What follows belongs to an exercise in optimizing a design on an open flow for small area, a short achievable clock period and few clock cycles; a production flow would make more cautious choices. Function was checked by simulation only, so behaviour that the tests miss may differ from the original.

oak:
## chk_unit
module chk_unit (
    input  wire        clk,
    input  wire        rst,
    input  wire        job_valid,
    output wire        job_ready,
    input  wire [31:0] job_cmd,
    input  wire [23:0] job_len,
    input  wire        in_valid,
    output wire        in_ready,
    input  wire [63:0] in_data,
    output reg         res_valid,
    output reg         res_refused,
    output reg  [2:0]  res_refuse_code,
    output reg  [31:0] res_result,
    output reg  [3:0]  res_code,
    output reg  [15:0] res_acount,
    output reg         res_copy,
    output reg  [47:0] res_tail,
    output reg  [2:0]  res_tail_len,
    input  wire        reg_wr,
    input  wire        reg_rd,
    input  wire [15:0] reg_addr,
    input  wire [31:0] reg_wdata,
    output reg  [31:0] reg_rdata
);
    localparam OP_COMPUTE = 2'd0;
    localparam OP_APPEND  = 2'd1;
    localparam OP_CHECK   = 2'd2;
    localparam CODE_DONE     = 4'd2;
    localparam CODE_MISMATCH = 4'd3;
    localparam CODE_REPEAT   = 4'd4;
    localparam CODE_JUMP     = 4'd5;
    integer n;
    reg [31:0] ctx_state [0:15];
    reg [1:0]  ctx_poly  [0:15];
    reg [15:0] ctx_valid;
    reg [15:0] ach_tx  [0:15];
    reg [7:0]  ach_win [0:15];
    reg [15:0] ach_rx  [0:15];
    reg [15:0] ach_rxv;
    reg [15:0] txd, wnd, rxd;
    reg [31:0] cnt_jobs, cnt_mismatch, cnt_alive_err, cnt_refused;
    function [31:0] sat_inc;
        input [31:0] c;
        sat_inc = (c[30:0] == 31'h7FFF_FFFF) ? {1'b1, c[30:0]} : c + 32'd1;
    endfunction
    reg        rdy;
    assign job_ready = rdy;
    assign in_ready  = rdy;
    wire take = job_valid & rdy;
    reg [1:0]  j_op;        
    reg        j_opbad;     
    reg [1:0]  j_poly;
    reg        j_alive, j_resume, j_save;
    reg [3:0]  j_ctx, j_achan;
    reg [23:0] rin;         
    reg        first_pend;  
    reg        take_d;      
    reg [1:0]  nfl;         
    reg [1:0]  c_op;
    reg [1:0]  c_poly;
    reg        c_alive, c_save;
    reg [3:0]  c_ctx, c_achan;
    reg [2:0]  c_rc;
    reg [15:0] c_cnt;
    reg        c_fwd;       
    wire [2:0] j_w = (j_poly[1] == 1'b0) ? 3'd4 : (j_poly[0] ? 3'd1 : 3'd2);
    wire fwd = c_fwd && (c_ctx == j_ctx);
  ...
For scale: roughly 7700 cells after synthesis, about 320 I/O pins, ~0.092 mm^2 of cells after synthesis.
==> flow/config.mk <==
export PLATFORM = sky130hd
export DESIGN_NAME = chk_unit
export DESIGN_NICKNAME = chk_unit
export VERILOG_FILES = /design/flow/design.v
export SDC_FILE = /design/flow/constraint.sdc
export NUM_CORES = 4
export LEC_CHECK = 0
export CAP_MARGIN = 20
export CORE_MARGIN = 2
export CORE_UTILIZATION = 35
export CTS_CLUSTER_DIAMETER = 100
export CTS_CLUSTER_SIZE = 30
export SLEW_MARGIN = 20
==> flow/constraint.sdc <==
create_clock -name core_clock -period 20.0 [get_ports {clk}]
set_input_delay 4.0000 -clock core_clock [delete_from_list [all_inputs] [get_ports {clk}]]
set_output_delay 4.0000 -clock core_clock [all_outputs]
set_load 0.01 [all_outputs]
standard.sh (not shown) runs the stock make flow with config.mk's settings and CLKGATE_MAP_FILE= SYNTH_SCRIPT=/design/flow/synth_recipe.tcl, a recipe that flattens the netlist after the stock synthesis.
==> flow/flow/run.sh <==
#!/bin/bash
# The standard synthesis, unchanged, then the standard flow's own layout steps with
# repair_timing asked for more setup slack than the 20 ns clock needs, so
# that the layout is optimised towards a shorter period.  Each step's full
# output goes to a log file of its own in this folder.
set -euo pipefail
MARGIN=$(cat flow/margin.txt)
bash standard.sh synth > synth.log 2>&1
bash standard.sh SETUP_SLACK_MARGIN="$MARGIN" finish > layout.log 2>&1
==> flow/flow/margin.txt <==
14
Testbench counts of oak, summed over its fixed seeds: cycles 55,509.
Inputs modified between oak and pine:
# oak
export LEC_CHECK = 0
export CAP_MARGIN = 20
export CORE_MARGIN = 2
export CORE_UTILIZATION = 35
export CTS_CLUSTER_DIAMETER = 100
export CTS_CLUSTER_SIZE = 30
export SLEW_MARGIN = 20
create_clock -name core_clock -period 20.0 [get_ports {clk}]
# pine
export LEC_CHECK = 0
export CAP_MARGIN = 20
export CORE_MARGIN = 2
export CORE_UTILIZATION = 35
export SLEW_MARGIN = 20
create_clock -name core_clock -period 20.0 [get_ports {clk}]
==> flow/flow/margin.txt <==
13
Notes after the runs:
- Looking at post-route worst setup slack, pine sits 770 ps below oak.
- In pine, the number of ordinary and repair buffers in the finished layout came out 261 below the value in oak.
- Count of fill cells added during filler insertion ends up higher on pine.
- Going from oak to pine, arrival time at the worst endpoint +550 ps; routed wire length -4.0%; highest attainable clock frequency -17 MHz.

re-timing with driven ports:
No port has a modelled driver above. Below, the same layouts with a new extraction and two added sets of constraints.
Step 1 (the two cells are an assumption about what drives the block):
set clk [get_ports {clk}]
set_driving_cell -lib_cell sky130_fd_sc_hd__clkbuf_16 $clk
set_driving_cell -lib_cell sky130_fd_sc_hd__buf_2 [delete_from_list [all_inputs] $clk]
Step 2, shift: input delay + t, output delay - t, t = (earliest + latest rising clock arrival at the registers) / 2. This alone moves slack from input paths to output paths.
Three values: no drivers, after step 1, after step 2; two values: the first two.
| run | t, ns | setup WS [ns] | worst hold slack (ns) | worst setup path at the end | slew at the worst register clock pin (ns) |
|---|---|---|---|---|---|
| oak | 0.900 | 13.651 / 13.630 / 12.730 | 0.470 / 0.470 / 0.470 | input to register | 0.12 / 0.12 |
| pine | 0.956 | 12.880 / 12.841 / 11.885 | 0.464 / 0.464 / 0.464 | input to register | 0.08 / 0.08 |
After both steps every run listed still meets setup and hold. For pine, which loses most, drivers alone change the setup slack by -0.039 ns; drivers and shift together by -0.995 ns.
